Background: an optimization exercise with open tools, aiming at small area, a short achievable clock period and few clock cycles per item. Do not read the settings as production practice.
In this exercise RTL edits were held to simulation tests only and were not proved equivalent to the original.

### config.mk
export PLATFORM = sky130hd
export DESIGN_NAME = aes128_engine
export DESIGN_NICKNAME = aes128_engine
export VERILOG_FILES = /design/flow/design.v
export SDC_FILE = /design/flow/constraint.sdc
export NUM_CORES = 8
export LEC_CHECK = 0
export CAP_MARGIN = 30
export CORE_MARGIN = 2
export CORE_UTILIZATION = 45
export PLACE_DENSITY = 0.6
export SLEW_MARGIN = 20
### constraint.sdc
create_clock -name core_clock -period 15.0 [get_ports {clk}]
set_input_delay 3.0000 -clock core_clock [delete_from_list [all_inputs] [get_ports {clk}]]
set_output_delay 3.0000 -clock core_clock [all_outputs]
set_load 0.01 [all_outputs]
### design.v
module aes_sbox (input wire [7:0] a, output wire [7:0] y);
    wire T1, T2, T3, T4, T5, T6, T7, T8, T9, T10, T11, T12, T13, T14, T15, T16, T17, T18, T19, T20, T21, T22, T23, T24, T25, T26, T27, M1, M2, M3, M4, M5, M6, M7, M8, M9, M10, M11, M12, M13, M14, M15, M16, M17, M18, M19, M20, M21, M22, M23, M24, M25, M26, M27, M28, M29, M30, M31, M32, M33, M34, M35, M36, M37, M38, M39, M40, M41, M42, M43, M44, M45, M46, M47, M48, M49, M50, M51, M52, M53, M54, M55, M56, M57, M58, M59, M60, M61, M62, M63;
    wire U0 = a[7], U1 = a[6], U2 = a[5], U3 = a[4], U4 = a[3], U5 = a[2], U6 = a[1], U7 = a[0];
    assign T1 = U0 ^ U3;
    assign T2 = U0 ^ U5;
    assign T3 = U0 ^ U6;
    assign T4 = U3 ^ U5;
    assign T5 = U4 ^ U6;
    assign T6 = T1 ^ T5;
    assign T7 = U1 ^ U2;
    assign T8 = U7 ^ T6;
    assign T9 = U7 ^ T7;
    assign T10 = T6 ^ T7;
    assign T11 = U1 ^ U5;
    assign T12 = U2 ^ U5;
    assign T13 = T3 ^ T4;
    assign T14 = T6 ^ T11;
    assign T15 = T5 ^ T11;
    assign T16 = T5 ^ T12;
    assign T17 = T9 ^ T16;
    assign T18 = U3 ^ U7;
    assign T19 = T7 ^ T18;
    assign T20 = T1 ^ T19;
    assign T21 = U6 ^ U7;
    assign T22 = T7 ^ T21;
    assign T23 = T2 ^ T22;
    assign T24 = T2 ^ T10;
    assign T25 = T20 ^ T17;
    assign T26 = T3 ^ T16;
    assign T27 = T1 ^ T12;
    assign M1 = T13 & T6;
    assign M2 = T23 & T8;
    assign M3 = T14 ^ M1;
    assign M4 = T19 & U7;
    assign M5 = M4 ^ M1;
    assign M6 = T3 & T16;
    assign M7 = T22 & T9;
    assign M8 = T26 ^ M6;
    assign M9 = T20 & T17;
    assign M10 = M9 ^ M6;
    assign M11 = T1 & T15;
    assign M12 = T4 & T27;
    assign M13 = M12 ^ M11;
    assign M14 = T2 & T10;
    assign M15 = M14 ^ M11;
    assign M16 = M3 ^ M2;
    assign M17 = M5 ^ T24;
    assign M18 = M8 ^ M7;
    assign M19 = M10 ^ M15;
    assign M20 = M16 ^ M13;
    assign M21 = M17 ^ M15;
    assign M22 = M18 ^ M13;
    assign M23 = M19 ^ T25;
    assign M24 = M22 ^ M23;
    assign M25 = M22 & M20;
    assign M26 = M21 ^ M25;
    assign M27 = M20 ^ M21;
    assign M28 = M23 ^ M25;
    assign M29 = M28 & M27;
    assign M30 = M26 & M24;
    assign M31 = M20 & M23;
    assign M32 = M27 & M31;
    assign M33 = M27 ^ M25;
    assign M34 = M21 & M22;
    assign M35 = M24 & M34;
    assign M36 = M24 ^ M25;
    assign M37 = M21 ^ M29;
    assign M38 = M32 ^ M33;
    assign M39 = M23 ^ M30;
    assign M40 = M35 ^ M36;
    assign M41 = M38 ^ M40;
    assign M42 = M37 ^ M39;
    assign M43 = M37 ^ M38;
    assign M44 = M39 ^ M40;
    assign M45 = M42 ^ M41;
    assign M46 = M44 & T6;
    assign M47 = M40 & T8;
    assign M48 = M39 & U7;
    assign M49 = M43 & T16;
    assign M50 = M38 & T9;
    assign M51 = M37 & T17;
    assign M52 = M42 & T15;
    assign M53 = M45 & T27;
    assign M54 = M41 & T10;
    assign M55 = M44 & T13;
    assign M56 = M40 & T23;
    assign M57 = M39 & T19;
    assign M58 = M43 & T3;
    assign M59 = M38 & T22;
    assign M60 = M37 & T20;
    assign M61 = M42 & T1;
    assign M62 = M45 & T4;
    assign M63 = M41 & T2;
    wire B18 = M61 ^ M62;
    wire B19 = M56 ^ B18;
    wire B20 = M48 ^ M58;
    wire B21 = M47 ^ M55;
    wire B22 = M46 ^ M49;
    wire B23 = M50 ^ M53;
    wire B24 = M54 ^ M60;
    wire B25 = M46 ^ M52;
    wire B26 = M51 ^ M59;
    wire B27 = B20 ^ B22;
    wire B28 = M50 ^ B21;
    wire B29 = B18 ^ B26;
    wire B30 = B19 ^ B23;
    wire B31 = B19 ^ B28;
    wire B32 = B27 ^ B29;
    wire B33 = M54 ^ M58;
    wire B34 = B33 ^ B23;
    wire B35 = B34 ^ B29;
    wire B36 = M57 ^ B24;
    wire B37 = B36 ^ B27;
    wire B38 = B37 ^ B30;
    wire B39 = M48 ^ M51;
    wire B40 = B39 ^ B31;
    wire B41 = B22 ^ B31;
    wire B42 = M61 ^ M63;
    wire B43 = B20 ^ B24;
    wire B44 = B25 ^ B42;
    wire B45 = B43 ^ B44;
    wire B46 = M53 ^ B21;
    wire B47 = B25 ^ B19;
    wire B48 = B46 ^ B47;
    wire B49 = M49 ^ M52;
    wire B50 = M55 ^ B49;
    wire B51 = B50 ^ B30;
    assign y[0] = ~B32;
    assign y[1] = ~B35;
    assign y[2] = B38;
    assign y[3] = B40;
    assign y[4] = B41;
    assign y[5] = ~B45;
    assign y[6] = ~B48;
    assign y[7] = B51;
endmodule
module aes_ginv (input wire [7:0] a, output wire [7:0] y);
    wire T1, T2, T3, T4, T5, T6, T7, T8, T9, T10, T11, T12, T13, T14, T15, T16, T17, T18, T19, T20, T21, T22, T23, T24, T25, T26, T27, M1, M2, M3, M4, M5, M6, M7, M8, M9, M10, M11, M12, M13, M14, M15, M16, M17, M18, M19, M20, M21, M22, M23, M24, M25, M26, M27, M28, M29, M30, M31, M32, M33, M34, M35, M36, M37, M38, M39, M40, M41, M42, M43, M44, M45, M46, M47, M48, M49, M50, M51, M52, M53, M54, M55, M56, M57, M58, M59, M60, M61, M62, M63;
    wire U0 = a[7], U1 = a[6], U2 = a[5], U3 = a[4], U4 = a[3], U5 = a[2], U6 = a[1], U7 = a[0];
    assign T1 = U0 ^ U3;
    assign T2 = U0 ^ U5;
    assign T3 = U0 ^ U6;
    assign T4 = U3 ^ U5;
    assign T5 = U4 ^ U6;
    assign T6 = T1 ^ T5;
    assign T7 = U1 ^ U2;
    assign T8 = U7 ^ T6;
    assign T9 = U7 ^ T7;
    assign T10 = T6 ^ T7;
    assign T11 = U1 ^ U5;
    assign T12 = U2 ^ U5;
    assign T13 = T3 ^ T4;
    assign T14 = T6 ^ T11;
    assign T15 = T5 ^ T11;
    assign T16 = T5 ^ T12;
    assign T17 = T9 ^ T16;
    assign T18 = U3 ^ U7;
    assign T19 = T7 ^ T18;
    assign T20 = T1 ^ T19;
    assign T21 = U6 ^ U7;
    assign T22 = T7 ^ T21;
    assign T23 = T2 ^ T22;
    assign T24 = T2 ^ T10;
    assign T25 = T20 ^ T17;
    assign T26 = T3 ^ T16;
    assign T27 = T1 ^ T12;
    assign M1 = T13 & T6;
    assign M2 = T23 & T8;
    assign M3 = T14 ^ M1;
    assign M4 = T19 & U7;
    assign M5 = M4 ^ M1;
    assign M6 = T3 & T16;
    assign M7 = T22 & T9;
    assign M8 = T26 ^ M6;
    assign M9 = T20 & T17;
    assign M10 = M9 ^ M6;
    assign M11 = T1 & T15;
    assign M12 = T4 & T27;
    assign M13 = M12 ^ M11;
    assign M14 = T2 & T10;
    assign M15 = M14 ^ M11;
    assign M16 = M3 ^ M2;
    assign M17 = M5 ^ T24;
    assign M18 = M8 ^ M7;
    assign M19 = M10 ^ M15;
    assign M20 = M16 ^ M13;
    assign M21 = M17 ^ M15;
    assign M22 = M18 ^ M13;
    assign M23 = M19 ^ T25;
    assign M24 = M22 ^ M23;
    assign M25 = M22 & M20;
    assign M26 = M21 ^ M25;
    assign M27 = M20 ^ M21;
    assign M28 = M23 ^ M25;
    assign M29 = M28 & M27;
    assign M30 = M26 & M24;
    assign M31 = M20 & M23;
    assign M32 = M27 & M31;
    assign M33 = M27 ^ M25;
    assign M34 = M21 & M22;
    assign M35 = M24 & M34;
    assign M36 = M24 ^ M25;
    assign M37 = M21 ^ M29;
    assign M38 = M32 ^ M33;
    assign M39 = M23 ^ M30;
    assign M40 = M35 ^ M36;
    assign M41 = M38 ^ M40;
    assign M42 = M37 ^ M39;
    assign M43 = M37 ^ M38;
    assign M44 = M39 ^ M40;
    assign M45 = M42 ^ M41;
    assign M46 = M44 & T6;
    assign M47 = M40 & T8;
    assign M48 = M39 & U7;
    assign M49 = M43 & T16;
    assign M50 = M38 & T9;
    assign M51 = M37 & T17;
    assign M52 = M42 & T15;
    assign M53 = M45 & T27;
    assign M54 = M41 & T10;
    assign M55 = M44 & T13;
    assign M56 = M40 & T23;
    assign M57 = M39 & T19;
    assign M58 = M43 & T3;
    assign M59 = M38 & T22;
    assign M60 = M37 & T20;
    assign M61 = M42 & T1;
    assign M62 = M45 & T4;
    assign M63 = M41 & T2;
    wire B18 = M52 ^ M61;
    wire B19 = M59 ^ B18;
    wire B20 = M58 ^ M62;
    wire B21 = M47 ^ M50;
    wire B22 = M54 ^ B20;
    wire B23 = M48 ^ M56;
    wire B24 = M57 ^ M63;
    wire B25 = M50 ^ M53;
    wire B26 = M46 ^ M51;
    wire B27 = M49 ^ M60;
    wire B28 = B21 ^ B27;
    wire B29 = B19 ^ B22;
    wire B30 = B23 ^ B28;
    wire B31 = B19 ^ B25;
    wire B32 = M55 ^ M61;
    wire B33 = B32 ^ B24;
    wire B34 = M49 ^ B20;
    wire B35 = B34 ^ B31;
    wire B36 = B21 ^ B26;
    wire B37 = B36 ^ B29;
    wire B38 = M58 ^ B23;
    wire B39 = B24 ^ B26;
    wire B40 = B38 ^ B39;
    wire B41 = B40 ^ B31;
    wire B42 = M46 ^ M48;
    wire B43 = B42 ^ B29;
    wire B44 = M57 ^ B18;
    wire B45 = B22 ^ B44;
    wire B46 = B45 ^ B30;
    wire B47 = M54 ^ M55;
    wire B48 = M63 ^ B47;
    wire B49 = B48 ^ B19;
    wire B50 = B49 ^ B30;
    wire B51 = M49 ^ M51;
    wire B52 = B51 ^ B29;
    assign y[0] = B33;
    assign y[1] = B35;
    assign y[2] = B37;
    assign y[3] = B41;
    assign y[4] = B43;
    assign y[5] = B46;
    assign y[6] = B50;
    assign y[7] = B52;
endmodule
module aes128_engine (
    input  wire         clk,
    input  wire         rst,         
    input  wire         in_valid,
    output wire         in_ready,
    input  wire         in_decrypt,  
    input  wire [127:0] in_key,
    input  wire [127:0] in_block,
    output reg          out_valid,
    output wire [127:0] out_block
);
    reg [127:0] st_r;       
    reg [127:0] st_p;       
    reg [127:0] key_r;      
    reg [127:0] key_p;      
    reg [127:0] key_x;      
    reg [127:0] out_q;      
    reg         v_r, v_p;   
    reg         dec_r, dec_p;
    reg         encm_p;     
    reg         decm_p;     
    reg         encl_p;     
    reg         decl_p;     
    reg [7:0]   rc_r, rc_p;   
    reg [1:0]   kx_st;      
    reg [7:0]   kx_rc;        
    reg         rdy_q;      
    reg         ld_q;       
    reg         dec_q;      
    localparam [1:0] KX_IDLE = 2'd0,
                     KX_RUN  = 2'd1,
                     KX_DONE = 2'd2;
    assign in_ready  = rdy_q;
    assign out_block = out_q;
    wire acc = in_valid && rdy_q;
    function [7:0] xt_inv;   
        input [7:0] b;
        xt_inv = {1'b0, b[7:1]} ^ (b[0] ? 8'h8d : 8'h00);
    endfunction
    function [127:0] shift_rows;
        input [127:0] s;
        integer r, c;
        begin
            for (c = 0; c < 4; c = c + 1)
                for (r = 0; r < 4; r = r + 1)
                    shift_rows[127-8*(4*c+r) -: 8] = s[127-8*(4*((c+r)%4)+r) -: 8];
        end
    endfunction
    function [127:0] inv_shift_rows;
        input [127:0] s;
        integer r, c;
        begin
            for (c = 0; c < 4; c = c + 1)
                for (r = 0; r < 4; r = r + 1)
                    inv_shift_rows[127-8*(4*c+r) -: 8] = s[127-8*(4*((c+4-r)%4)+r) -: 8];
        end
    endfunction
    function [127:0] pre;
        input [127:0] s;
        integer n;
        reg [7:0] b;
        begin
            for (n = 0; n < 16; n = n + 1) begin
                b = s[8*n +: 8];
                pre[8*n +: 8] = {b[6:0], b[7]} ^ {b[4:0], b[7:5]} ^ {b[1:0], b[7:2]}
                                ^ 8'h05;
            end
        end
    endfunction
    function [127:0] aff;
        input [127:0] s;
        integer n;
        reg [7:0] b;
        begin
            for (n = 0; n < 16; n = n + 1) begin
                b = s[8*n +: 8];
                aff[8*n +: 8] = b ^ {b[6:0], b[7]} ^ {b[5:0], b[7:6]} ^ {b[4:0], b[7:5]}
                                ^ {b[3:0], b[7:4]} ^ 8'h63;
            end
        end
    endfunction
    function [7:0] xt;   
        input [7:0] b;
        xt = {b[6:0], 1'b0} ^ (b[7] ? 8'h1b : 8'h00);
    endfunction
    function [31:0] mixcol;
        input [31:0] c;   
        reg [7:0] s0, s1, s2, s3;
        begin
            s0 = c[31:24]; s1 = c[23:16]; s2 = c[15:8]; s3 = c[7:0];
            mixcol[31:24] = xt(s0 ^ s1) ^ s1 ^ s2 ^ s3;
            mixcol[23:16] = xt(s1 ^ s2) ^ s2 ^ s3 ^ s0;
            mixcol[15:8]  = xt(s2 ^ s3) ^ s3 ^ s0 ^ s1;
            mixcol[7:0]   = xt(s3 ^ s0) ^ s0 ^ s1 ^ s2;
        end
    endfunction
    function [7:0] pre_lin8;
        input [7:0] b;
        pre_lin8 = {b[6:0], b[7]} ^ {b[4:0], b[7:5]} ^ {b[1:0], b[7:2]};
    endfunction
    function [31:0] pre_q;
        input [31:0] c;
        reg [7:0] s0, s1, s2, s3, u, v;
        begin
            s0 = c[31:24]; s1 = c[23:16]; s2 = c[15:8]; s3 = c[7:0];
            u = pre_lin8(xt(xt(s0 ^ s2)));
            v = pre_lin8(xt(xt(s1 ^ s3)));
            pre_q = {pre_lin8(s0) ^ u, pre_lin8(s1) ^ v,
                     pre_lin8(s2) ^ u, pre_lin8(s3) ^ v} ^ {4{8'h05}};
        end
    endfunction
    genvar i;
    wire [127:0] sb;      
    generate
        for (i = 0; i < 16; i = i + 1) begin : g_sbox
            aes_ginv u_ginv (.a(st_r[127-8*i -: 8]), .y(sb[127-8*i -: 8]));
        end
    endgenerate
    wire [31:0] w0 = key_r[127:96];
    wire [31:0] w1 = key_r[95:64];
    wire [31:0] w2 = key_r[63:32];
    wire [31:0] w3 = key_r[31:0];
    wire [31:0] ks_rot = {w3[23:0], w3[31:24]};
    wire [31:0] ks_out;
    generate
        for (i = 0; i < 4; i = i + 1) begin : g_ksbox
            aes_sbox u_sbox (.a(ks_rot[8*i +: 8]), .y(ks_out[8*i +: 8]));
        end
    endgenerate
    wire [31:0]  kt     = ks_out ^ {rc_r, 24'h000000};
    wire [31:0]  nw0    = w0 ^ kt;
    wire [31:0]  nw1    = (w0 ^ w1) ^ kt;
    wire [31:0]  nw2    = (w0 ^ w1 ^ w2) ^ kt;
    wire [31:0]  nw3    = (w0 ^ w1 ^ w2 ^ w3) ^ kt;
    wire [127:0] k_next = dec_r ? {nw0, w1 ^ w0, w2 ^ w1, w3}
                                : {nw0, nw1, nw2, nw3};
    wire [127:0] rkey = key_p;
    wire [127:0] sbe  = aff(st_p);           
    wire [127:0] yk   = st_p ^ rkey;         
    wire [127:0] m_in = dec_p ? yk : sbe;
    wire [127:0] mc;
    wire [127:0] pq;
    generate
        for (i = 0; i < 4; i = i + 1) begin : g_mix
            assign mc[127-32*i -: 32] = mixcol(m_in[127-32*i -: 32]);
            assign pq[127-32*i -: 32] = pre_q(mc[127-32*i -: 32]);
        end
    endgenerate
    wire         last_p  = encl_p || decl_p;
    wire         last_r  = dec_r ? (rc_r == 8'h01) : (rc_r == 8'h36);
    wire [127:0] enc_mid = shift_rows(mc ^ rkey);
    wire [127:0] dec_mid = inv_shift_rows(pq);
    wire [127:0] st_next = ({128{encm_p}} & enc_mid) | ({128{decm_p}} & dec_mid);
    wire [31:0] x0 = key_x[127:96];
    wire [31:0] x1 = key_x[95:64];
    wire [31:0] x2 = key_x[63:32];
    wire [31:0] x3 = key_x[31:0];
    wire [31:0] xs_rot = {x3[23:0], x3[31:24]};
    wire [31:0] xs_out;
    generate
        for (i = 0; i < 4; i = i + 1) begin : g_xsbox
            aes_sbox u_sbox (.a(xs_rot[8*i +: 8]), .y(xs_out[8*i +: 8]));
        end
    endgenerate
    wire [31:0]  xt0    = xs_out ^ {kx_rc, 24'h000000};
    wire [31:0]  nx0    = x0 ^ xt0;
    wire [31:0]  nx1    = (x0 ^ x1) ^ xt0;
    wire [31:0]  nx2    = (x0 ^ x1 ^ x2) ^ xt0;
    wire [31:0]  nx3    = (x0 ^ x1 ^ x2 ^ x3) ^ xt0;
    wire [1:0] kx_st_next =
        (kx_st == KX_IDLE) ? ((in_valid && in_decrypt) ? KX_RUN : KX_IDLE) :
        (kx_st == KX_RUN)  ? ((kx_rc == 8'h36) ? KX_DONE : KX_RUN) :
                             ((acc) ? KX_IDLE : KX_DONE);
    wire ld_next = (!v_r || last_r) && !acc
                   && (!in_decrypt || kx_st_next == KX_DONE);
    always @(posedge clk) begin
        if (rst) begin
            v_r       <= 1'b0;
            v_p       <= 1'b0;
            out_valid <= 1'b0;
            rdy_q     <= 1'b0;
            kx_st     <= KX_IDLE;
        end else begin
            v_p       <= v_r;
            out_valid <= v_p && last_p;
            kx_st     <= kx_st_next;
            rdy_q     <= ld_next && in_valid;
            if (acc)
                v_r <= 1'b1;
            else
                v_r <= v_p && !last_p;
        end
    end
    always @(posedge clk) begin
        ld_q  <= ld_next;
        dec_q <= in_decrypt;
        dec_p <= dec_r;
        encm_p <= v_r && !dec_r && (rc_r != 8'h36);
        decm_p <= v_r && dec_r && (rc_r != 8'h01);
        encl_p <= !dec_r && (rc_r == 8'h36);
        decl_p <= dec_r && (rc_r == 8'h01);
        rc_p  <= rc_r;
        if (ld_q) begin
            dec_r <= dec_q;
            rc_r  <= dec_q ? 8'h36 : 8'h01;
        end else begin
            dec_r <= dec_p;
            rc_r  <= dec_p ? xt_inv(rc_p) : xt(rc_p);
        end
        if (kx_st == KX_RUN)
            kx_rc <= xt(kx_rc);
        else
            kx_rc <= 8'h01;
    end
    always @(posedge clk) begin
        st_p  <= sb;
        key_p <= k_next;
        out_q <= m_in ^ (rkey & {128{encl_p}});
        st_r <= ({128{ld_q}} & (dec_q ? pre(inv_shift_rows(in_block ^ key_x))
                                      : shift_rows(in_block ^ in_key)))
                | st_next;
        if (ld_q)
            key_r <= dec_q ? {key_x[127:32], key_x[31:0] ^ key_x[63:32]} : in_key;
        else
            key_r <= {key_p[127:32], key_p[31:0] ^ (decm_p ? key_p[63:32] : 32'h0)};
        case (kx_st)
            KX_IDLE: key_x <= in_key;
            KX_RUN:  key_x <= {nx0, nx1, nx2, nx3};
            default: key_x <= key_x;
        endcase
    end
endmodule
### flow/run.sh
#!/bin/bash
# Own layout flow: the standard ORFS flow, with three changes:
#  1. synthesis is the standard synthesis script, except that ABC maps
#     the logic with the script in flow/map.abc (instead of ORFS's
#     abc_speed/abc_area script); registers, their names and cell types
#     are untouched;
#  2. timing repair (repair_timing in floorplan, CTS and global route)
#     aims at a setup slack margin of flow/margin.txt ns, which makes it
#     work towards a shorter achieved period than the 15 ns clock;
#  3. the port buffers that placement inserts on every input and output
#     are sky130_fd_sc_hd__buf_2 cells.
# Each tool's full output goes to a log file of its own in this folder.
set -euo pipefail
here=$(pwd)
margin=$(cat flow/margin.txt)

sed 's|log_cmd abc {\*}\$abc_args|log_cmd abc -script $::env(OWN_ABC_SCRIPT) {*}[lrange $abc_args 2 end]|' \
    "$FLOW_HOME/scripts/synth.tcl" > own_synth_core.tcl
grep -q 'OWN_ABC_SCRIPT' own_synth_core.tcl
sed "s|source \$::env(SCRIPTS_DIR)/synth.tcl|source $here/own_synth_core.tcl|" \
    synth_recipe.tcl > own_synth.tcl
grep -q 'own_synth_core.tcl' own_synth.tcl
export OWN_ABC_SCRIPT=$here/flow/map.abc

bash standard.sh SYNTH_SCRIPT=$here/own_synth.tcl synth > synth.log 2>&1
bash standard.sh SYNTH_SCRIPT=$here/own_synth.tcl SETUP_SLACK_MARGIN=$margin \
    "BUFFER_PORTS_ARGS=-buffer_cell sky130_fd_sc_hd__buf_2" > layout.log 2>&1
test -s out/final.def
### flow/map.abc
&get -n
&st
&dch
&nf
&put
buffer -c
topo
stime -c
upsize -c
dnsize -c
### flow/margin.txt
10
### standard.sh
#!/bin/bash
# synth_recipe.tcl (not shown) runs the flow's synth.tcl, then flattens the netlist and writes it again
# the make line also repeats each setting of config.mk as NAME=value (left out here)
make -C /OpenROAD-flow-scripts/flow DESIGN_CONFIG=/design/flow/config.mk WORK_HOME=/design/flow/orfs CLKGATE_MAP_FILE= SYNTH_SCRIPT=/design/flow/synth_recipe.tcl "${@:-finish}"
==> metrics.yaml, run 1 <==
status:
  status: "complete, no violations"
worst_setup_path:
  worstSetupPathType: "register to register"
  cpMostUsedCell: "xor2_1"
  r2r_end: "st_r[16]$_DFF_P_"
  ff2ff_setup_slack_ns: 9.92
  worst_path_max_delay_cell: "xor2_1"
  required_ns: 15.60
  worstPathCellList: "xnor3_1 -> xor2_1 -> nor2_1 -> a21oi_2 -> xor2_1 -> xnor2_1 -> xnor2_2 -> xnor2_1 -> xor2_1 -> xor2_1 -> xnor2_1 -> o21ai_0 -> a221o_1"
  start_kind: "register"
  endpoint_kind: "register"
  critical_path_arrival_ns: 5.69
  slowest_delay_ns: 0.57
  critPathMaxFanout: 4
  r2r_start: "st_p[45]$_DFF_P_"
  r2r_cells: 13
global_route:
  grt_util_met2: 0.538
  use_met1: 0.477
  grt_start_max_net_pins: 151
  grt_busiest_layer: "met2"
  grt_overflow_total: 0
  antenna_found_initial: 54
  met3_usage: 0.0598
  grt_use_total: 0.364
  grt_pass1_vias: 58400
  grt_pass1_wl_um: 437000
worst_hold_path:
  holdCritPathClass: "register to register"
  min-delay-start: "rc_r[6]$_SDFF_PP0_"
  hold_end: "rc_p[6]$_DFF_P_"
  whs_path_depth: 0
routing:
  drt-total-wl_um: 318000
  wire_per_inst_um: 29.0
  viasPerCell: 5.63
  vias: 61800
  drt-initial-drc-count: 6963
  ant_nets: 0
  drc: 0
  drt-pass1-iter-count: 6
final_layout:
  finalNonFillerCells: 11000
  areaGrowthSynthToFinish_pct: 16.0
  drive_above_1_share: 0.150
  final-seq-area_mm2: 0.0175
  fill_cells: 15200
  nets: 8986
  multi_input_area_mm2: 0.0582
placement:
  dpl.cell_count: 10600
  port-buffer-count: 389
  place_congestion: 1.06
  post-dp-hpwl_um: 260000
die:
  die_w_um: 410
  pin_count: 390
  die_h_um: 410
  core_mm2: 0.164
  die_area_mm2: 0.168
  rows: 149
  initial_core_util: 0.451
synthesis:
  yosysMostFrequentCell: "xnor2_1"
  synth_edf_count: 128
  synthTopCellsByCount: "2,584 x xnor2_1, 1,251 x xor2_1, 678 x dfxtp_1"
  synth-seq-cells: 806
  mappedNetlistArea_mm2: 0.0742
  ys_types: 83
  syn_area_per_cell_um2: 9.06
  synthTopCellsByArea: "xnor2_1 30%, dfxtp_1 18%, xor2_1 15%"
  synth_flop_cell: "dfxtp_1"
  yosysWarnings: 1
  yosys.area.top_type: "xnor2_1"
  ys_seq_area_frac: 0.235
  synth_top_area_frac: 0.305
  synthCells: 8195
  async_reset_ff_frac: 0
  synth_nets: 8503
clock_tree:
  postCtsHoldBufs: 0
  clk_latency_ns: 0.78
  cts_root_buffer: "clkbuf_16"
  cts_tree: "done"
  cts_buffer_depth: 3
  clk_pin_slew_ns: 0.06
  clkSinkCount: 806
  numCtsBuffers: 97
  cts_htree_levels: 3
sta:
  maxSlewViolCount: 0
  fin_crit_sh: 0.339
  fin_worst_hold_slack_ns: 0.374
  fin_tns_setup_ns: 0
  worst_pin_slew_ns: 1.30
  relSlewSlack: 0.135
  skew_ns: 0.0817
  rsz0062_at_grt: "yes"
  hold_violations: 0
  min_period_ns: 5.08
  fmax_mhz: 197
  setup_viol: 0
job:
  cap_viol_max_count: 0
-- worst max-delay path by stage --
stage	endpoint	start	cells past startpoint	slack, ns
global route	key_p[4]$_DFF_P_	key_r[26]$_DFF_P_	17	9.76
CTS	st_r[20]$_DFF_P_	st_p[45]$_DFF_P_	12	9.81
floorplan	key_x[2]$_DFFE_PP_	key_x[29]$_DFFE_PP_	19	10.19
finish	st_r[16]$_DFF_P_	st_p[45]$_DFF_P_	13	9.92
detailed placement	st_r[53]$_DFF_P_	dec_p$_DFF_P_	13	8.91
global placement	st_r[53]$_DFF_P_	dec_p$_DFF_P_	13	9.04
-- worst max-delay path, delay by kind of cell, from the launching register on --
kind	cells	cell delay (ns)
AOI/OAI and AO/OA	3	1.12
xor gates and xnor gates	9	3.24
DFF	1	0.52
and+or+nand+nor	1	0.07
-- area by class of cell --
cell class,count,area share
clock inverters,40,0.00478
multi-input cells,7064,0.675
clock buffers,143,0.0340
well taps,2189,0.0318
flip-flops and latches,806,0.203
repair buffers,659,0.0481
inverters,50,0.00224
diodes,24,0.000697
-- registers in the layout (all words and copies together), names as in the netlist, 2 cells and up --
| name | flops |
|---|---|
| kx_rc | 8 |
| rc_p | 8 |
| kx_st | 2 |
| st_p | 128 |
| out_q | 128 |
| rc_r | 8 |
| st_r | 128 |
| key_p | 128 |
| key_x | 128 |
| key_r | 128 |
-- layer usage --
layer / share of wire / routed length [um] / vias up
met5: 0.00058 / 186 / -
met1: 0.41 / 129000 / 30100
met4: 0.088 / 28100 / 26
met2: 0.42 / 134000 / 3047
li1: - / - / 27900
met3: 0.085 / 26900 / 738
-- cells by family after synthesis --
family | count (synthesis) | share of synthesized area
mux | 56 | 0.00789
fa+ha+maj | 48 | 0.00809
xor+xnor | 4109 | 0.531
compound gates | 1372 | 0.113
buf+inv | 326 | 0.0178
flops | 806 | 0.235
simple gates | 1478 | 0.0873
-- cell usage in the layout, fill, tap and decap left out, types with 182 or more instances in the layout --
| cell | count |
|---|---|
| xnor2_1 | 2415 |
| nand2_1 | 494 |
| o21ai_0 | 358 |
| buf_2 | 390 |
| xor2_1 | 1197 |
| xnor2_2 | 182 |
| buf_4 | 255 |
| nor2_1 | 591 |
| a21oi_1 | 509 |
| dfxtp_1 | 638 |
-- metrics by stage --
stage	instance area, um2	worst slack [ns]	util
finish	86100	9.92	0.524
global route	86100	9.76	0.524
CTS	83500	9.81	0.508
detailed placement	78800	8.91	0.479
global placement	78700	9.04	0.479
floorplan	74200	10.19	-
-- repair_timing --
item / in CTS / in global routing
gates cloned: 0 / 1
gates resized for setup: 139 / 283
endpoints found under the setup margin: 308 / 307
buffers inserted: 54 / 89
pin swaps: 24 / 84
Testbench counts, summed over its fixed seeds: cycles 13,290, items 1,280.
==> run 2: changes to the inputs <==
--- a/design.v
+++ b/design.v
@@ -490,10 +490,10 @@
         key_p <= k_next;
         out_q <= m_in ^ (rkey & {128{encl_p}});
         st_r <= ({128{ld_q}} & (dec_q ? pre(inv_shift_rows(in_block ^ key_x))
-                                      : shift_rows(in_block ^ in_key)))
+                                      : shift_rows(in_block ^ key_x)))
                 | st_next;
         if (ld_q)
-            key_r <= dec_q ? {key_x[127:32], key_x[31:0] ^ key_x[63:32]} : in_key;
+            key_r <= {key_x[127:32], key_x[31:0] ^ (dec_q ? key_x[63:32] : 32'h0)};
         else
             key_r <= {key_p[127:32], key_p[31:0] ^ (decm_p ? key_p[63:32] : 32'h0)};
         case (kx_st)
==> metrics.yaml, run 2 <==
status:
  status: "complete, no violations"  # unchanged
synthesis:
  synth-seq-cells: 806  # unchanged
  yosysMostFrequentCell: "xnor2_1"  # unchanged
  syn_area_per_cell_um2: 9.02  # was 9.06 um2
  synthTopCellsByCount: "2,607 x xnor2_1, 1,285 x xor2_1, 678 x dfxtp_1"  # was 2,584 x xnor2_1, 1,251 x xor2_1, 678 x dfxtp_1
  synthTopCellsByArea: "xnor2_1 32%, dfxtp_1 19%, xor2_1 16%"  # was xnor2_1 30%, dfxtp_1 18%, xor2_1 15%
  synth_top_area_frac: 0.322  # was 0.305
  async_reset_ff_frac: 0  # unchanged
  mappedNetlistArea_mm2: 0.0709  # was 0.0742 mm2
  synth_edf_count: 128  # unchanged
  synth_flop_cell: "dfxtp_1"  # unchanged
  ys_types: 80  # was 83
  yosysWarnings: 1  # unchanged
  synth_nets: 8159  # was 8,503
  synthCells: 7851  # was 8,195
  yosys.area.top_type: "xnor2_1"  # unchanged
  ys_seq_area_frac: 0.246  # was 0.235
clock_tree:
  numCtsBuffers: 96  # was 97
  clk_pin_slew_ns: 0.06  # about the same
  clk_latency_ns: 0.76  # was 0.78 ns
  clkSinkCount: 806  # unchanged
  postCtsHoldBufs: 0  # unchanged
  cts_root_buffer: "clkbuf_16"  # unchanged
  cts_buffer_depth: 3  # unchanged
  cts_htree_levels: 3  # unchanged
  cts_tree: "done"  # unchanged
die:
  die_area_mm2: 0.161  # was 0.168 mm2
  die_w_um: 401  # was 410 um
  pin_count: 390  # unchanged
  initial_core_util: 0.454  # was 0.451
  core_mm2: 0.156  # was 0.164 mm2
  rows: 145  # was 149
  die_h_um: 401  # was 410 um
routing:
  ant_nets: 0  # unchanged
  drt-initial-drc-count: 6062  # was 6,963
  drt-pass1-iter-count: 6  # unchanged
  drt-total-wl_um: 279000  # was 318,000 um
  wire_per_inst_um: 26.4  # was 29.0 um
  vias: 57800  # was 61.8k
  drc: 0  # unchanged
  viasPerCell: 5.48  # was 5.63
sta:
  fin_crit_sh: 0.338  # was 0.339
  relSlewSlack: 0.242  # was 0.135
  fin_worst_hold_slack_ns: 0.403  # was 0.374 ns
  worst_pin_slew_ns: 1.13  # was 1.30 ns
  fin_tns_setup_ns: 0  # unchanged
  maxSlewViolCount: 0  # unchanged
  setup_viol: 0  # unchanged
  fmax_mhz: 197  # about the same
  min_period_ns: 5.07  # was 5.08 ns
  skew_ns: 0.0670  # was 0.0817 ns
  rsz0062_at_grt: "yes"  # unchanged
  hold_violations: 0  # unchanged
placement:
  post_dp_cell_area_mm2: 0.0755  # was 0.0788 mm2
  post-dp-hpwl_um: 227000  # was 260,000 um
  place_congestion: 1.04  # was 1.06
  port-buffer-count: 389  # unchanged
worst_setup_path:
  critPathMaxFanout: 28  # was 4
  r2r_start: "dec_p$_DFF_P_"  # was st_p[45]$_DFF_P_
  worstSetupPathType: "register to register"  # unchanged
  required_ns: 15.57  # was 15.60 ns
  critical_path_arrival_ns: 5.64  # was 5.69 ns
  ff2ff_setup_slack_ns: 9.93  # was 9.92 ns
  endpoint_kind: "register"  # unchanged
  start_kind: "register"  # unchanged
  r2r_cells: 15  # was 13
  r2r_end: "st_r[21]$_DFF_P_"  # was st_r[16]$_DFF_P_
global_route:
  grt_start_max_net_pins: 229  # was 151
  grt_pass1_vias: 54900  # was 58.4k
  grt_overflow_total: 0  # unchanged
  antenna_found_initial: 11  # was 54
  grt_pass1_wl_um: 388000  # was 437,000 um
  grt_use_total: 0.331  # was 0.364
worst_hold_path:
  hold_end: "rc_p[7]$_DFF_P_"  # was rc_p[6]$_DFF_P_
  whs_path_depth: 0  # unchanged
  min-delay-start: "rc_r[7]$_SDFF_PP0_"  # was rc_r[6]$_SDFF_PP0_
  holdCritPathClass: "register to register"  # unchanged
final_layout:
  finalInstanceArea_mm2: 0.0831  # was 0.0861 mm2
  mostFrequentLayoutCells: "2,406 x xnor2_1, 1,225 x xor2_1, 640 x dfxtp_1"  # was 2,415 x xnor2_1, 1,197 x xor2_1, 638 x dfxtp_1
  drive_above_1_share: 0.169  # was 0.150
  nets: 8722  # was 8,986
  final_common_cell: "xnor2_1"  # unchanged
  fill_cells: 14400  # was 15.2k
  areaGrowthSynthToFinish_pct: 17.3  # was 16.0%
job:
  cap_viol_max_count: 0  # unchanged
## run 2: changes by cell type in the layout (fill, tap and decap cells not counted), moves of 52 or more
cell     before  now
nor2b_1     159   61
a21oi_1     509  400
nand2_1     494  566
xnor3_1     146   94
a221o_1     102    5
mux2_2       17   99
o21ai_0     358  253
## run 2: layout make-up
| cell class | count | area, um2 | share of cell area |
|---|---|---|---|
| clock buffer | 125 | 2630 | 0.0317 |
| timing repair buffer | 696 | 4410 | 0.0531 |
| clock inverter | 56 | 736 | 0.00885 |
| inverter | 69 | 264 | 0.00318 |
| sequential | 806 | 17500 | 0.210 |
| antenna | 2 | 5.00 | 0.0000602 |
| tap | 2058 | 2570 | 0.0310 |
| multi-input combinational | 6745 | 55000 | 0.662 |
## run 2: per-layer routing
metal,vias up,wire length (um),track usage
met5,-,66,0
met4,10,16600,0.164
met3,518,25100,0.0502
met2,2809,118000,0.498
met1,28100,119000,0.461
li1,26400,-,-
## run 2: kinds of logic (layout without fill, tap and decap cells)
group                    Yosys count  count (layout)  synth area share
AND/OR/NAND/NOR                 1481            1482            0.0876
buffers and inverters            302             946            0.0170
adder cells (fa/ha/maj)           48              48           0.00848
other                              0               2                 0
flip-flops                       806             806             0.246
AO/OA/AOI/OAI                   1015            1015            0.0830
multiplexers                     114             114            0.0179
XOR/XNOR                        4085            4086             0.540
## run 2: what timing repair did
item	CTS	global route
pin swaps	16	114
buffers inserted	62	102
hold endpoints to repair	0	0
setup endpoints to repair	295	249
gates resized for setup	149	295
cloned	1	2
## run 2: critical path, stage by stage (launching register included)
cell,delay [ns]
dfxtp_4,0.60
clkinv_2,0.32
buf_4,0.38
o21ai_0,0.15
a21oi_1,0.07
a21oi_2,0.45
xor2_1,0.30
xor2_1,0.16
xnor2_2,0.44
xnor2_2,0.21
xnor2_1,0.18
xnor2_1,0.28
xor2_1,0.30
xnor2_1,0.16
a22oi_1,0.57
o211ai_1,0.22
## run 2: stage by stage
step / std cells / worst slack (ns) / util
after floorplan: 7851 / 10.25 / -
after global placement: 10200 / 9.05 / 0.483
after detailed placement: 10200 / 9.14 / 0.484
after CTS: 10400 / 9.95 / 0.514
after global routing: 10600 / 9.79 / 0.532
final: 10600 / 9.93 / 0.532
## run 2: worst max path at each step
stage                   startpoint             endpoint  slack [ns]
2_1_floorplan     key_r[9]$_DFF_P_    key_p[18]$_DFF_P_       10.25
3_3_place_gp   key_x[23]$_DFFE_PP_  key_x[25]$_DFFE_PP_        9.05
3_5_place_dp   key_x[25]$_DFFE_PP_   key_x[4]$_DFFE_PP_        9.14
4_1_cts        key_x[25]$_DFFE_PP_   key_x[4]$_DFFE_PP_        9.95
5_1_grt         key_x[9]$_DFFE_PP_  key_x[19]$_DFFE_PP_        9.79
6_report             dec_p$_DFF_P_     st_r[21]$_DFF_P_        9.93
Testbench counts of run 2, summed over its fixed seeds: cycles 13,290, items 1,280.
==> run 3: changes to the inputs <==
==> flow/margin.txt (replaced) <==
10.4
==> metrics.yaml, run 3 <==
clock_tree:
  cts_htree_levels: 3  # unchanged
  cts_buffer_depth: 3  # unchanged
  clk_pin_slew_ns: 0.06  # about the same
  clkSinkCount: 806  # unchanged
  cts_tree: "done"  # unchanged
  numCtsBuffers: 95  # was 96
  clk_latency_ns: 0.75  # was 0.76 ns
  cts_root_buffer: "clkbuf_16"  # unchanged
final_layout:
  fill_cells: 13400  # was 14.4k
  drive_above_1_share: 0.261  # was 0.169
  finalInstanceArea_mm2: 0.0902  # was 0.0831 mm2
  final_common_cell: "xnor2_1"  # unchanged
  mostFrequentLayoutCells: "2,156 x xnor2_1, 1,128 x xor2_1, 604 x nor2_1"  # was 2,406 x xnor2_1, 1,225 x xor2_1, 640 x dfxtp_1
  areaGrowthSynthToFinish_pct: 27.2  # was 17.3%
  finalNonFillerCells: 10900  # was 10.6k
  nets: 9023  # was 8,722
  utilization: 0.577  # was 0.532
worst_setup_path:
  endpoint_kind: "register"  # unchanged
  critical_path_arrival_ns: 5.42  # was 5.64 ns
  r2r_cells: 19  # was 15
  required_ns: 15.48  # was 15.57 ns
  ff2ff_setup_slack_ns: 10.06  # was 9.93 ns
  crit_end: "key_x[106]$_DFFE_PP_"  # was st_r[21]$_DFF_P_
  crit_start: "key_x[6]$_DFFE_PP_"  # was dec_p$_DFF_P_
  slowest_delay_ns: 0.51  # was 0.60 ns
  crit_buf_inv: 4  # was 2
  r2r_start: "key_x[6]$_DFFE_PP_"  # was dec_p$_DFF_P_
  path_delay_family: "XOR/XNOR gates"  # unchanged
  worstPathCellList: "xnor3_2 -> buf_4 -> xnor2_2 -> nand2_1 -> xnor3_1 -> xor2_2 -> buf_4 -> a211oi_2 -> buf_4 -> a31oi_4 -> xnor2_2 -> xor2_1 -> buf_4 -> nand2_4 -> xnor2_4 -> xnor3_2 -> xnor2_4 -> xor2_1 -> mux2_2"  # was clkinv_2 -> buf_4 -> o21ai_0 -> a21oi_1 -> a21oi_2 -> xor2_1 -> xor2_1 -> xnor2_2 -> xnor2_2 -> xnor2_1 -> xnor2_1 -> xor2_1 -> xnor2_1 -> a22oi_1 -> o211ai_1
  worstSetupPathType: "register to register"  # unchanged
  r2r_end: "key_x[106]$_DFFE_PP_"  # was st_r[21]$_DFF_P_
  cpMostUsedCell: "buf_4"
  cp.depth: 19  # was 15
  start_kind: "register"  # unchanged
  worst_path_max_delay_cell: "xnor3_2"  # was dfxtp_4
  critPathMaxFanout: 5  # was 28
routing:
  wire_per_inst_um: 26.9  # was 26.4 um
  drc: 0  # unchanged
  ant_nets: 0  # unchanged
  viasPerCell: 5.48  # about the same
  vias: 59500  # was 57.8k
  drt-total-wl_um: 293000  # was 279,000 um
  drt-initial-drc-count: 5837  # was 6,062
  drt-pass1-iter-count: 6  # unchanged
placement:
  dpl.cell_count: 10200  # about the same
  port-buffer-count: 389  # unchanged
  post_dp_cell_area_mm2: 0.0757  # was 0.0755 mm2
  place_ws_ns: 9.09  # was 9.14 ns
  place_congestion: 1.04  # about the same
  post-dp-hpwl_um: 231000  # was 227,000 um
sta:
  rsz0062_at_grt: "yes"  # unchanged
  fin_crit_sh: 0.330  # was 0.338
  fin_tns_setup_ns: 0  # unchanged
  skew_ns: 0.0336  # was 0.0670 ns
  fmax_mhz: 202  # was 197 MHz
  relSlewSlack: 0.224  # was 0.242
  fin_ws_ns: 10.06  # was 9.93 ns
  hold_violations: 0  # unchanged
  setup_viol: 0  # unchanged
  min_period_ns: 4.94  # was 5.07 ns
  worst_pin_slew_ns: 1.16  # was 1.13 ns
  maxSlewViolCount: 0  # unchanged
  fin_worst_hold_slack_ns: 0.437  # was 0.403 ns
global_route:
  grt_use_total: 0.343  # was 0.331
  grt_overflow_total: 0  # unchanged
  grt_pass1_vias: 56100  # was 54.9k
  antenna_found_initial: 18  # was 11
  grt_start_max_net_pins: 91  # was 229
  grt_pass1_wl_um: 400000  # was 388,000 um
synthesis:
  yosys.area.top_type: "xnor2_1"  # unchanged
  mappedNetlistArea_mm2: 0.0709  # unchanged
  synthCells: 7851  # unchanged
  synth_top_area_frac: 0.322  # unchanged
  ys_seq_area_frac: 0.246  # unchanged
  synthTopCellsByArea: "xnor2_1 32%, dfxtp_1 19%, xor2_1 16%"  # unchanged
  syn_area_per_cell_um2: 9.02  # unchanged
  synthTopCellsByCount: "2,607 x xnor2_1, 1,285 x xor2_1, 678 x dfxtp_1"  # unchanged
  synth_nets: 8159  # unchanged
  async_reset_ff_frac: 0  # unchanged
  synth_edf_count: 128  # unchanged
  yosysMostFrequentCell: "xnor2_1"  # unchanged
  yosysWarnings: 1  # unchanged
  ys_types: 80  # unchanged
  synth-seq-cells: 806  # unchanged
  synth_flop_cell: "dfxtp_1"  # unchanged
die:
  initial_core_util: 0.454  # unchanged
  rows: 145  # unchanged
  pin_count: 390  # unchanged
  die_h_um: 401  # unchanged
  core_mm2: 0.156  # unchanged
  die_area_mm2: 0.161  # unchanged
  die_w_um: 401  # unchanged
job:
  cap_viol_max_count: 0  # unchanged
worst_hold_path:
  holdCritPathClass: "register to register"  # unchanged
status:
  status: "complete, no violations"  # unchanged
[run 3: cell types whose count changed in the layout (fill, tap and decap cells not counted), moves of 44 or more]
cell | previous run | this run
xor2_2 | 56 | 132
xor2_1 | 1225 | 1128
xnor2_2 | 202 | 390
xnor2_1 | 2406 | 2156
xnor2_4 | 29 | 90
buf_4 | 288 | 540
buf_6 | 4 | 48
[run 3: cell type report]
class / instances / area [um2] / area share
clock buffers: 132 / 2710 / 0.0300
repair buffers: 998 / 6930 / 0.0768
clock inverters: 45 / 597 / 0.00662
inverters: 69 / 263 / 0.00291
diodes: 7 / 17.5 / 0.000194
well taps: 2058 / 2570 / 0.0286
multi-input cells: 6745 / 59500 / 0.660
flip-flops and latches: 806 / 17600 / 0.195
[run 3: worst reg2reg max path, stage by stage (launching register included)]
cell      delay, ns
edfxtp_1       0.49
xnor3_2        0.51
buf_4          0.19
xnor2_2        0.14
nand2_1        0.08
xnor3_1        0.42
xor2_2         0.18
buf_4          0.16
a211oi_2       0.19
buf_4          0.17
a31oi_4        0.05
xnor2_2        0.24
xor2_1         0.25
buf_4          0.16
nand2_4        0.07
xnor2_4        0.21
xnor3_2        0.47
xnor2_4        0.33
xor2_1         0.11
mux2_2         0.27
[run 3: worst min-delay path by stage]
stage | startpoint | end | slack (ns) | depth (start not counted)
4_1_cts | rc_r[7]$_SDFF_PP0_ | rc_p[7]$_DFF_P_ | 0.42 | 0
6_report | rc_r[7]$_SDFF_PP0_ | rc_p[7]$_DFF_P_ | 0.44 | 0
3_5_place_dp | rc_r[7]$_SDFF_PP0_ | rc_p[7]$_DFF_P_ | 0.40 | 0
5_1_grt | rc_r[4]$_DFF_P_ | rc_p[4]$_DFF_P_ | 0.42 | 0
2_1_floorplan | dec_r$_DFF_P_ | dec_p$_DFF_P_ | 0.33 | 0
3_3_place_gp | rc_r[7]$_SDFF_PP0_ | rc_p[7]$_DFF_P_ | 0.41 | 0
[run 3: per-layer routing]
layer  track usage  vias to the layer above  part of all wire
met1         0.474                    29000              0.42
met3        0.0528                      617             0.087
met2         0.518                     2927              0.43
met4         0.174                       16             0.061
met5             0                        -           0.00040
li1              -                    27000                 -
[run 3: cell families (layout without fill, tap and decap cells)]
kind of cell	count (synthesis)	after routing	share of synthesized area
AND/OR/NAND/NOR	1481	1482	0.0876
AO/OA/AOI/OAI	1015	1015	0.0830
multiplexers	114	114	0.0179
XOR/XNOR	4085	4086	0.540
other	0	7	0
buffers and inverters	302	1244	0.0170
adder cells (fa/ha/maj)	48	48	0.00848
flip-flops	806	806	0.246
[run 3: what timing repair did]
item / CTS / global route
endpoints found under the setup margin: 430 / 340
pin swaps: 184 / 355
hold buffers: 0 / 0
resized for setup: 538 / 677
cloned: 2 / 1
setup buffers: 199 / 268
==> run 4: changes to the inputs <==
==> flow/margin.txt (replaced) <==
9.6
==> metrics.yaml, run 4 <==
global_route:
  grt_overflow_total: 0  # unchanged
  antenna_found_initial: 16  # was 18
  grt_start_max_net_pins: 229  # was 91
  grt_pass1_wl_um: 386000  # was 400,000 um
  grt_pass1_vias: 54500  # was 56.1k
  grt_use_total: 0.329  # was 0.343
routing:
  drt-initial-drc-count: 6286  # was 5,837
  ant_nets: 0  # unchanged
  drt-total-wl_um: 274000  # was 293,000 um
  viasPerCell: 5.46  # was 5.48
  drt-pass1-iter-count: 6  # unchanged
  drc: 0  # unchanged
  vias: 57100  # was 59.5k
  wire_per_inst_um: 26.2  # was 26.9 um
clock_tree:
  clk_latency_ns: 0.76  # was 0.75 ns
  cts_tree: "done"  # unchanged
  cts_htree_levels: 3  # unchanged
  clk_pin_slew_ns: 0.06  # about the same
  cts_buffer_depth: 3  # unchanged
  cts_root_buffer: "clkbuf_16"  # unchanged
  clkSinkCount: 806  # unchanged
  numCtsBuffers: 96  # was 95
sta:
  rsz0062_at_grt: "no"  # was yes
  fmax_mhz: 188  # was 202 MHz
  relSlewSlack: 0.238  # was 0.224
  fin_tns_setup_ns: 0  # unchanged
  min_period_ns: 5.31  # was 4.94 ns
  worst_pin_slew_ns: 1.14  # was 1.16 ns
  setup_viol: 0  # unchanged
  fin_crit_sh: 0.354  # was 0.330
  maxSlewViolCount: 0  # unchanged
  hold_violations: 0  # unchanged
  skew_ns: 0.0667  # was 0.0336 ns
worst_setup_path:
  critical_path_arrival_ns: 5.90  # was 5.42 ns
  crit_buf_inv: 2  # was 4
  start_kind: "register"  # unchanged
  worstSetupPathType: "register to register"  # unchanged
  cpMostUsedCell: "xnor2_1"  # was buf_4
  endpoint_kind: "register"  # unchanged
  required_ns: 15.59  # was 15.48 ns
  worst_path_max_delay_cell: "dfxtp_4"  # was xnor3_2
  critPathMaxFanout: 51  # was 5
  path_delay_family: "XOR/XNOR gates"  # unchanged
  worstPathCellList: "clkinv_2 -> buf_4 -> o21ai_0 -> a21oi_1 -> a21oi_1 -> xnor2_1 -> xnor2_1 -> xnor2_1 -> xnor2_1 -> xnor2_1 -> xnor2_1 -> xnor2_1 -> a22oi_1 -> o211ai_1"  # was xnor3_2 -> buf_4 -> xnor2_2 -> nand2_1 -> xnor3_1 -> xor2_2 -> buf_4 -> a211oi_2 -> buf_4 -> a31oi_4 -> xnor2_2 -> xor2_1 -> buf_4 -> nand2_4 -> xnor2_4 -> xnor3_2 -> xnor2_4 -> xor2_1 -> mux2_2
  slowest_delay_ns: 0.70  # was 0.51 ns
final_layout:
  mostFrequentLayoutCells: "2,547 x xnor2_1, 1,270 x xor2_1, 660 x dfxtp_1"  # was 2,156 x xnor2_1, 1,128 x xor2_1, 604 x nor2_1
  drive_above_1_share: 0.127  # was 0.261
  utilization: 0.514  # was 0.577
  nets: 8624  # was 9,023
  areaGrowthSynthToFinish_pct: 13.3  # was 27.2%
  final_common_cell: "xnor2_1"  # unchanged
synthesis:
  synth_edf_count: 128  # unchanged
  ys_seq_area_frac: 0.246  # unchanged
  synth_flop_cell: "dfxtp_1"  # unchanged
  yosys.area.top_type: "xnor2_1"  # unchanged
  yosysMostFrequentCell: "xnor2_1"  # unchanged
  async_reset_ff_frac: 0  # unchanged
  synthTopCellsByArea: "xnor2_1 32%, dfxtp_1 19%, xor2_1 16%"  # unchanged
  mappedNetlistArea_mm2: 0.0709  # unchanged
  synthCells: 7851  # unchanged
  yosysWarnings: 1  # unchanged
  synth_nets: 8159  # unchanged
  synthTopCellsByCount: "2,607 x xnor2_1, 1,285 x xor2_1, 678 x dfxtp_1"  # unchanged
  ys_types: 80  # unchanged
  syn_area_per_cell_um2: 9.02  # unchanged
  synth-seq-cells: 806  # unchanged
  synth_top_area_frac: 0.322  # unchanged
placement:
  place_congestion: 1.04  # about the same
  post-dp-hpwl_um: 227000  # was 231,000 um
  port-buffer-count: 389  # unchanged
die:
  core_mm2: 0.156  # unchanged
  initial_core_util: 0.454  # unchanged
  die_area_mm2: 0.161  # unchanged
  rows: 145  # unchanged
  pin_count: 390  # unchanged
  die_h_um: 401  # unchanged
  die_w_um: 401  # unchanged
job:
  cap_viol_max_count: 0  # unchanged
status:
  status: "complete, no violations"  # unchanged
worst_hold_path:
  holdCritPathClass: "register to register"  # unchanged
[run 4: cell counts after synthesis]
Identical to the previous run, type by type.
[run 4: path summary, 6_finish.rpt]
kind                                         start               end  slack [ns]  depth (start not counted)
worst max-delay path                 dec_p$_DFF_P_  st_r[99]$_DFF_P_        9.69                         14
worst max register to register       dec_p$_DFF_P_  st_r[99]$_DFF_P_        9.69                         14
worst min-delay path            rc_r[7]$_SDFF_PP0_   rc_p[7]$_DFF_P_        0.40                          0
worst min register to register  rc_r[7]$_SDFF_PP0_   rc_p[7]$_DFF_P_        0.40                          0
[run 4: worst reg2reg max path: stages (launching register included)]
cell and delay (ns):
dfxtp_4 0.70, clkinv_2 0.38, buf_4 0.40, o21ai_0 0.21, a21oi_1 0.06, a21oi_1 0.65, xnor2_1 0.38, xnor2_1 0.29
xnor2_1 0.63, xnor2_1 0.28, xnor2_1 0.20, xnor2_1 0.33, xnor2_1 0.14, a22oi_1 0.36, o211ai_1 0.16
[run 4: repair_timing]
item / in CTS / in global routing
gates resized for setup: 32 / 84
setup endpoints to repair: 69 / 154
buffers inserted: 19 / 48
pin swaps: 0 / 4
hold buffers: 0 / 0
[run 4: area by class of cell]
cell class                 instances  area (um2)
clock inverter                    56         736
antenna                            6        15.0
clock buffer                     125        2630
fill                           14700       75900
timing repair buffer             600        3570
tap                             2058        2570
multi-input combinational       6743       53000
sequential                       806       17500
inverter                          69         264
[run 4: stage by stage]
stage / std cells / instance area [um2] / hold slack (ns) / worst slack [ns]
2_1_floorplan: 7851 / 70900 / 0.329 / 10.25
3_3_place_gp: 10200 / 75400 / 0.390 / 9.05
3_5_place_dp: 10200 / 75500 / 0.398 / 9.14
4_1_cts: 10400 / 79300 / 0.402 / 9.61
5_1_grt: 10500 / 80300 / 0.402 / 9.53
6_report: 10500 / 80300 / 0.403 / 9.69
[run 4: cells by family after synthesis]
kind of cell    share of synthesized area
buf+inv                            0.0170
xor+xnor                            0.540
mux                                0.0179
simple gates                       0.0876
compound gates                     0.0830
fa+ha+maj                         0.00848
flops                               0.246
[run 4: layer usage]
| layer | GRT usage | share of wire | vias up | wire length [um] |
|---|---|---|---|---|
| met5 | 0 | 0.00048 | - | 132 |
| met4 | 0.167 | 0.058 | 14 | 15800 |
| met3 | 0.0487 | 0.089 | 496 | 24500 |
| met2 | 0.492 | 0.42 | 2709 | 116000 |
| met1 | 0.459 | 0.43 | 27600 | 118000 |
| li1 | - | - | 26300 | - |
==> run 5: changes to the inputs <==
==> flow/margin.txt (replaced) <==
10
--- a/config.mk
+++ b/config.mk
@@ -5,7 +5,7 @@
 export SDC_FILE = /design/flow/constraint.sdc
 export NUM_CORES = 8
 export LEC_CHECK = 0
-export CAP_MARGIN = 30
+export CAP_MARGIN = 20
 export CORE_MARGIN = 2
 export CORE_UTILIZATION = 45
 export PLACE_DENSITY = 0.6
==> metrics.yaml, run 5 <==
worst_setup_path:
  worstPathCellList: "xnor2_4 -> xnor2_4 -> xor2_1 -> ha_1 -> xnor2_1 -> xnor2_2 -> xnor2_2 -> a21o_1 -> nand3_1 -> a21oi_2 -> xnor2_4 -> xnor2_2 -> xnor3_2 -> xnor2_2 -> xor2_1 -> xor2_1 -> a21oi_1"  # was clkinv_2 -> buf_4 -> o21ai_0 -> a21oi_1 -> a21oi_1 -> xnor2_1 -> xnor2_1 -> xnor2_1 -> xnor2_1 -> xnor2_1 -> xnor2_1 -> xnor2_1 -> a22oi_1 -> o211ai_1
  crit_buf_inv: 0  # was 2
  critical_path_arrival_ns: 5.50  # was 5.90 ns
  worstSetupPathType: "register to register"  # unchanged
  r2r_cells: 17  # was 14
  r2r_end: "key_x[25]$_DFFE_PP_"  # was st_r[99]$_DFF_P_
  r2r_start: "key_x[19]$_DFFE_PP_"  # was dec_p$_DFF_P_
  worst_path_max_delay_cell: "xnor3_2"  # was dfxtp_4
  ff2ff_setup_slack_ns: 9.96  # was 9.69 ns
  endpoint_kind: "register"  # unchanged
  start_kind: "register"  # unchanged
  critPathMaxFanout: 4  # was 51
  cpMostUsedCell: "xnor2_2"  # was xnor2_1
  path_delay_family: "XOR/XNOR gates"  # unchanged
  slowest_delay_ns: 0.55  # was 0.70 ns
  required_ns: 15.47  # was 15.59 ns
synthesis:
  yosysWarnings: 1  # unchanged
  synthTopCellsByArea: "xnor2_1 32%, dfxtp_1 19%, xor2_1 16%"  # unchanged
  synth-seq-cells: 806  # unchanged
  async_reset_ff_frac: 0  # unchanged
  ys_seq_area_frac: 0.246  # unchanged
  synthTopCellsByCount: "2,607 x xnor2_1, 1,285 x xor2_1, 678 x dfxtp_1"  # unchanged
  mappedNetlistArea_mm2: 0.0709  # unchanged
  synthCells: 7851  # unchanged
  ys_types: 80  # unchanged
  synth_nets: 8159  # unchanged
  yosysMostFrequentCell: "xnor2_1"  # unchanged
  synth_flop_cell: "dfxtp_1"  # unchanged
  synth_edf_count: 128  # unchanged
  syn_area_per_cell_um2: 9.02  # unchanged
  synth_top_area_frac: 0.322  # unchanged
  yosys.area.top_type: "xnor2_1"  # unchanged
final_layout:
  areaGrowthSynthToFinish_pct: 16.6  # was 13.3%
  final-seq-area_mm2: 0.0175  # about the same
  final_common_cell: "xnor2_1"  # unchanged
  nets: 8674  # was 8,624
  fill_cells: 14400  # was 14.7k
  utilization: 0.529  # was 0.514
  drive_above_1_share: 0.163  # was 0.127
  mostFrequentLayoutCells: "2,412 x xnor2_1, 1,231 x xor2_1, 642 x dfxtp_1"  # was 2,547 x xnor2_1, 1,270 x xor2_1, 660 x dfxtp_1
  multi_input_area_mm2: 0.0549  # was 0.0530 mm2
job:
  cap_viol_max_count: 0  # unchanged
clock_tree:
  cts_tree: "done"  # unchanged
  clkSinkCount: 806  # unchanged
  cts_root_buffer: "clkbuf_16"  # unchanged
  clk_latency_ns: 0.78  # was 0.76 ns
  numCtsBuffers: 95  # was 96
  postCtsHoldBufs: 0  # unchanged
  clk_pin_slew_ns: 0.06  # about the same
  cts_buffer_depth: 3  # unchanged
  cts_htree_levels: 3  # unchanged
worst_hold_path:
  hold_end: "rc_p[7]$_DFF_P_"  # unchanged
  min-delay-start: "rc_r[7]$_SDFF_PP0_"  # unchanged
  holdCritPathClass: "register to register"  # unchanged
  whs_path_depth: 0  # unchanged
routing:
  drt-pass1-iter-count: 6  # unchanged
  wire_per_inst_um: 26.6  # was 26.2 um
  drc: 0  # unchanged
  vias: 57400  # was 57.1k
  drt-total-wl_um: 279000  # was 274,000 um
  viasPerCell: 5.46  # about the same
  drt-initial-drc-count: 6424  # was 6,286
  ant_nets: 0  # unchanged
die:
  rows: 145  # unchanged
  core_mm2: 0.156  # unchanged
  initial_core_util: 0.454  # unchanged
  pin_count: 390  # unchanged
  die_area_mm2: 0.161  # unchanged
  die_w_um: 401  # unchanged
  die_h_um: 401  # unchanged
sta:
  skew_ns: 0.0712  # was 0.0667 ns
  min_period_ns: 5.04  # was 5.31 ns
  fin_tns_setup_ns: 0  # unchanged
  hold_violations: 0  # unchanged
  fin_worst_hold_slack_ns: 0.397  # was 0.403 ns
  worst_pin_slew_ns: 1.34  # was 1.14 ns
  maxSlewViolCount: 0  # unchanged
  fmax_mhz: 198  # was 188 MHz
  setup_viol: 0  # unchanged
  rsz0062_at_grt: "yes"  # was no
  relSlewSlack: 0.102  # was 0.238
  fin_crit_sh: 0.336  # was 0.354
global_route:
  grt_start_max_net_pins: 229  # unchanged
  grt_overflow_total: 0  # unchanged
  grt_pass1_vias: 54600  # was 54.5k
  grt_pass1_wl_um: 388000  # was 386,000 um
  grt_use_total: 0.332  # was 0.329
  antenna_found_initial: 12  # was 16
placement:
  place_congestion: 1.04  # unchanged
  post-dp-hpwl_um: 227000  # about the same
  port-buffer-count: 389  # unchanged
status:
  status: "complete, no violations"  # unchanged
[run 5: layout make-up]
class,instances,share of cell area
Antenna cell,3,0.0000909
Clock buffer,135,0.0333
Clock inverter,44,0.00736
Inverter,69,0.00320
Multi-Input combinational cell,6744,0.665
Sequential cell,806,0.212
Tap cell,2058,0.0312
Timing Repair Buffer,650,0.0487
[run 5: how the worst max path moves through the flow]
| stage | startpoint | endpoint | slack (ns) | cells after the start |
|---|---|---|---|---|
| 2_1_floorplan | key_r[9]$_DFF_P_ | key_p[18]$_DFF_P_ | 10.25 | 20 |
| 3_3_place_gp | key_x[23]$_DFFE_PP_ | key_x[25]$_DFFE_PP_ | 9.05 | 16 |
| 3_5_place_dp | key_x[25]$_DFFE_PP_ | key_x[4]$_DFFE_PP_ | 9.15 | 17 |
| 4_1_cts | key_x[25]$_DFFE_PP_ | key_x[4]$_DFFE_PP_ | 9.95 | 18 |
| 5_1_grt | key_x[19]$_DFFE_PP_ | key_x[25]$_DFFE_PP_ | 9.80 | 17 |
| 6_report | key_x[19]$_DFFE_PP_ | key_x[25]$_DFFE_PP_ | 9.96 | 17 |
[run 5: kinds of logic after synthesis]
family | share of synthesized area
fa+ha+maj | 0.00848
flops | 0.246
mux | 0.0179
compound gates | 0.0830
buf+inv | 0.0170
xor+xnor | 0.540
simple gates | 0.0876
[run 5: routing by layer]
metal  vias up  routed length (um)  track usage
met5         -                  40            0
met4         6               15200        0.155
met3       486               25400       0.0520
met2      2798              119000        0.502
met1     27800              119000        0.461
li1      26300                   -            -
[run 5: repair_timing]
| item | in CTS | in global routing |
|---|---|---|
| endpoints found under the setup margin | 297 | 251 |
| gates resized for setup | 150 | 277 |
| pin swaps | 11 | 73 |
| buffers inserted | 54 | 86 |
| cloned | 1 | 1 |
[run 5: per-stage QoR]
stage	worst slack, ns	instances	area (um2)
2_1_floorplan	10.25	7851	70900
3_3_place_gp	9.05	10200	75400
3_5_place_dp	9.15	10200	75400
4_1_cts	9.95	10400	80100
5_1_grt	9.80	10500	82600
6_report	9.96	10500	82600

-- what the ideal ports hide --
The results above use ideal ports. As a check the final layouts listed here were re-extracted and re-timed, cells and wires unchanged. Step 1, drivers: a clkbuf_16 drives clk and a buf_2 each remaining input, both assumed. Step 2 also shifts input and output timing later by t, the mid clock arrival at the registers, as if the neighbouring blocks saw the same clock. a / b / c = ideal ports / drivers / drivers and shift; a / b = the first two.
run | t, ns | slack for setup (ns) | worst data-port slew with drivers (ns)
run 1 | 0.842 | 9.918 / 9.918 / 9.727 | 0.35
run 2 | 0.815 | 9.929 / 9.929 / 9.735 | 0.13
run 3 | 0.823 | 10.057 / 10.057 / 9.756 | 0.10
run 4 | 0.812 | 9.690 / 9.690 / 9.690 | 0.12
run 5 | 0.829 | 9.962 / 9.962 / 9.665 | 0.12
After both steps setup and hold are still met in every run listed. The setup slack of run 3, which loses most, moves by 0.000 ns with the drivers and by -0.301 ns with both steps.
